This is an optimization exercise on Yosys and OpenROAD, whose aim is small area, a short achievable clock period and few clock cycles per item, not a production implementation. Function was checked by simulation only, so behaviour that the tests miss may differ from the original.

## serac_cascade
module serac_cascade (
    input  wire        clk,
    input  wire        rst,         
    input  wire        cfg_we,
    input  wire [5:0]  cfg_addr,    
    input  wire [31:0] cfg_data,
    input  wire        clr_state,   
    input  wire        in_valid,
    output wire        in_ready,
    input  wire [31:0] in_x,
    output reg         out_valid,
    output reg  [31:0] out_y
);
    function [1:0] fa(input a, input b, input c);
        fa = {(a & b) | (c & (a ^ b)), a ^ b ^ c};
    endfunction
    function [47:0] booth(input [31:0] x);
        integer j;
        reg h, m, l;
        begin
            for (j = 0; j < 16; j = j + 1) begin
                h = x[2*j+1];
                m = x[2*j];
                l = (j == 0) ? 1'b0 : x[2*j-1];
                booth[3*j]   = m ^ l;
                booth[3*j+1] = (h & ~m & ~l) | (~h & m & l);
                booth[3*j+2] = h;
            end
        end
    endfunction
    function [32:0] pprow(input [2:0] d, input [31:0] m);
  ...
Size in the first run: roughly 19000 cells after synthesis, ~110 I/O pins, ~0.22 mm² of cells after synthesis.
export LEC_CHECK = 0
export CAP_MARGIN = 20
export CORE_MARGIN = 2
export CORE_UTILIZATION = 40
export PLACE_DENSITY = 0.6
export SETUP_SLACK_MARGIN = 0.5
export SLEW_MARGIN = 20
create_clock -name core_clock -period 20.0 [get_ports {clk}]
standard.sh (not shown) runs the stock make flow with config.mk's settings and CLKGATE_MAP_FILE= SYNTH_SCRIPT=/design/flow/synth_recipe.tcl, a recipe that flattens the netlist after the stock synthesis.
==> flow/flow/run.sh <==
#!/bin/bash
set -euo pipefail
R=$PWD/orfs/results/sky130hd/serac_cascade/base
bash standard.sh synth > synth.log 2>&1
python3 flow/fa_polarity.py $R/1_2_yosys.v $R/1_2_yosys.pol.v > fa_polarity.log 2>&1
cp $R/1_2_yosys.v $R/1_2_yosys.std.v
mv $R/1_2_yosys.pol.v $R/1_2_yosys.v
rm -f $R/1_synth.odb $R/1_synth.sdc
bash standard.sh SETUP_SLACK_MARGIN=14.7 \
    "BUFFER_PORTS_ARGS=-buffer_cell sky130_fd_sc_hd__buf_4" \
    CTS_CLUSTER_SIZE=26 CTS_CLUSTER_DIAMETER=70 GPL_TIMING_DRIVEN=1 \
    CORE_UTILIZATION=55 PLACE_DENSITY=0.7 \
    finish > standard_flow.log 2>&1
Other scripts of this flow, unchanged in this note and not shown: flow/flow/fa_polarity.py
The baseline finished with timing, DRC and antenna clean.
Testbench counts at the start, summed over its fixed seeds: cycles 18,690, items 3,840.
Change:
--- a/flow/flow/run.sh
+++ b/flow/flow/run.sh
@@ -9 +9 @@
-bash standard.sh SETUP_SLACK_MARGIN=14.7 \
+bash standard.sh SETUP_SLACK_MARGIN=15 \
@@ -12 +12 @@
-    CORE_UTILIZATION=55 PLACE_DENSITY=0.7 \
+    CORE_UTILIZATION=62 PLACE_DENSITY=0.76 \
Via count went up slightly.
Cell count goes down slightly.
Synthesized cell count is unchanged.
Change:
--- a/flow/flow/run.sh
+++ b/flow/flow/run.sh
@@ -9 +9 @@
-bash standard.sh SETUP_SLACK_MARGIN=15 \
+bash standard.sh SETUP_SLACK_MARGIN=14.4 \
After rerunning: Final area went down by about 2%. Cell count decreases by 0.81%. Setup slack got worse by 0.30 ns. Via count is lower by about 0.45%. Utilization goes down by 1.3 points. Wire length shrinks by 0.62%. Maximum frequency decreases by 5.2%.
Change:
--- a/flow/flow/run.sh
+++ b/flow/flow/run.sh
@@ -9 +9 @@
-bash standard.sh SETUP_SLACK_MARGIN=14.4 \
+bash standard.sh SETUP_SLACK_MARGIN=15 \
@@ -12 +12 @@
-    CORE_UTILIZATION=62 PLACE_DENSITY=0.76 \
+    CORE_UTILIZATION=55 PLACE_DENSITY=0.7 \
Result: The new run passed the timing, design-rule and antenna checks; synthesized area does not change; worst setup slack is better by 0.23 ns; register-to-register slack is better by 0.50 ns; cell area rises by 2.7%; flip-flop and latch count is unchanged; sequential share of layout area falls by 0.88 points; die area rises by 13%; global-route usage falls by 4.9 points.

before:
Starting RTL as in the previous note.
clock: 20.0 ns
lec_check: 0
cap_margin: 20
core_margin: 2
core_utilization: 40
place_density: 0.6
setup_slack_margin: 0.5
slew_margin: 20
==> flow/flow/run.sh <==
#!/bin/bash
set -euo pipefail
R=$PWD/orfs/results/sky130hd/serac_cascade/base
bash standard.sh synth > synth.log 2>&1
python3 flow/fa_polarity.py $R/1_2_yosys.v $R/1_2_yosys.pol.v > fa_polarity.log 2>&1
cp $R/1_2_yosys.v $R/1_2_yosys.std.v
mv $R/1_2_yosys.pol.v $R/1_2_yosys.v
rm -f $R/1_synth.odb $R/1_synth.sdc
bash standard.sh SETUP_SLACK_MARGIN=14.7 \
    "BUFFER_PORTS_ARGS=-buffer_cell sky130_fd_sc_hd__buf_4" \
    CTS_CLUSTER_SIZE=30 CTS_CLUSTER_DIAMETER=60 GPL_TIMING_DRIVEN=1 \
    CORE_UTILIZATION=62 PLACE_DENSITY=0.76 \
    finish > standard_flow.log 2>&1
Other scripts of this flow, unchanged in this note and not shown: flow/flow/fa_polarity.py
Testbench counts of before, summed over its fixed seeds: cycles 18,690, items 3,840.
The following lists how after was set up differently from before:
--- a/flow/flow/run.sh
+++ b/flow/flow/run.sh
@@ -11 +11 @@
-    CTS_CLUSTER_SIZE=30 CTS_CLUSTER_DIAMETER=60 GPL_TIMING_DRIVEN=1 \
+    CTS_CLUSTER_SIZE=26 CTS_CLUSTER_DIAMETER=70 GPL_TIMING_DRIVEN=1 \
after has completed all stages; timing, DRC and antenna checks passed.
Re combined global-route utilization of all metal layers: after is 0.20 points down on before.

separate check: timing with driven ports:
In the flow no input, the clock included, has a driving cell. The finished layouts below were timed again as built, in two steps. Step 1 sets driving cells, clkbuf_16 on the clock port and buf_2 on the other inputs (assumed; they add their load-dependent delay and slew). Step 2 also shifts input and output timing later by t, the mid clock arrival at the registers, as if the neighbouring blocks saw the same clock. Three values: ideal ports, drivers, drivers and shift; two values: the first two.
run | shift t [ns] | slack for setup (ns) | hold WS [ns] | worst data-port slew with drivers (ns)
the first run of note 1 | 1.107 | 14.472 / 14.377 / 13.826 | 0.319 / 0.319 / 0.319 | 0.04
the second run of note 1 | 1.103 | 14.536 / 14.408 / 13.897 | 0.310 / 0.310 / 0.310 | 0.05
the third run of note 1 | 1.092 | 14.237 / 14.237 / 13.806 | 0.327 / 0.327 / 0.327 | 0.06
the fourth run of note 1 | 1.107 | 14.464 / 14.349 / 13.911 | 0.330 / 0.330 / 0.330 | 0.05
before | 1.132 | 14.486 / 14.368 / 13.765 | 0.336 / 0.336 / 0.336 | 0.06
after | 1.087 | 14.539 / 14.417 / 13.841 | 0.336 / 0.336 / 0.336 | 0.06
After both steps setup and hold are still met in every run listed. For before, which loses most, drivers alone change the setup slack by -0.118 ns; drivers and shift together by -0.721 ns.
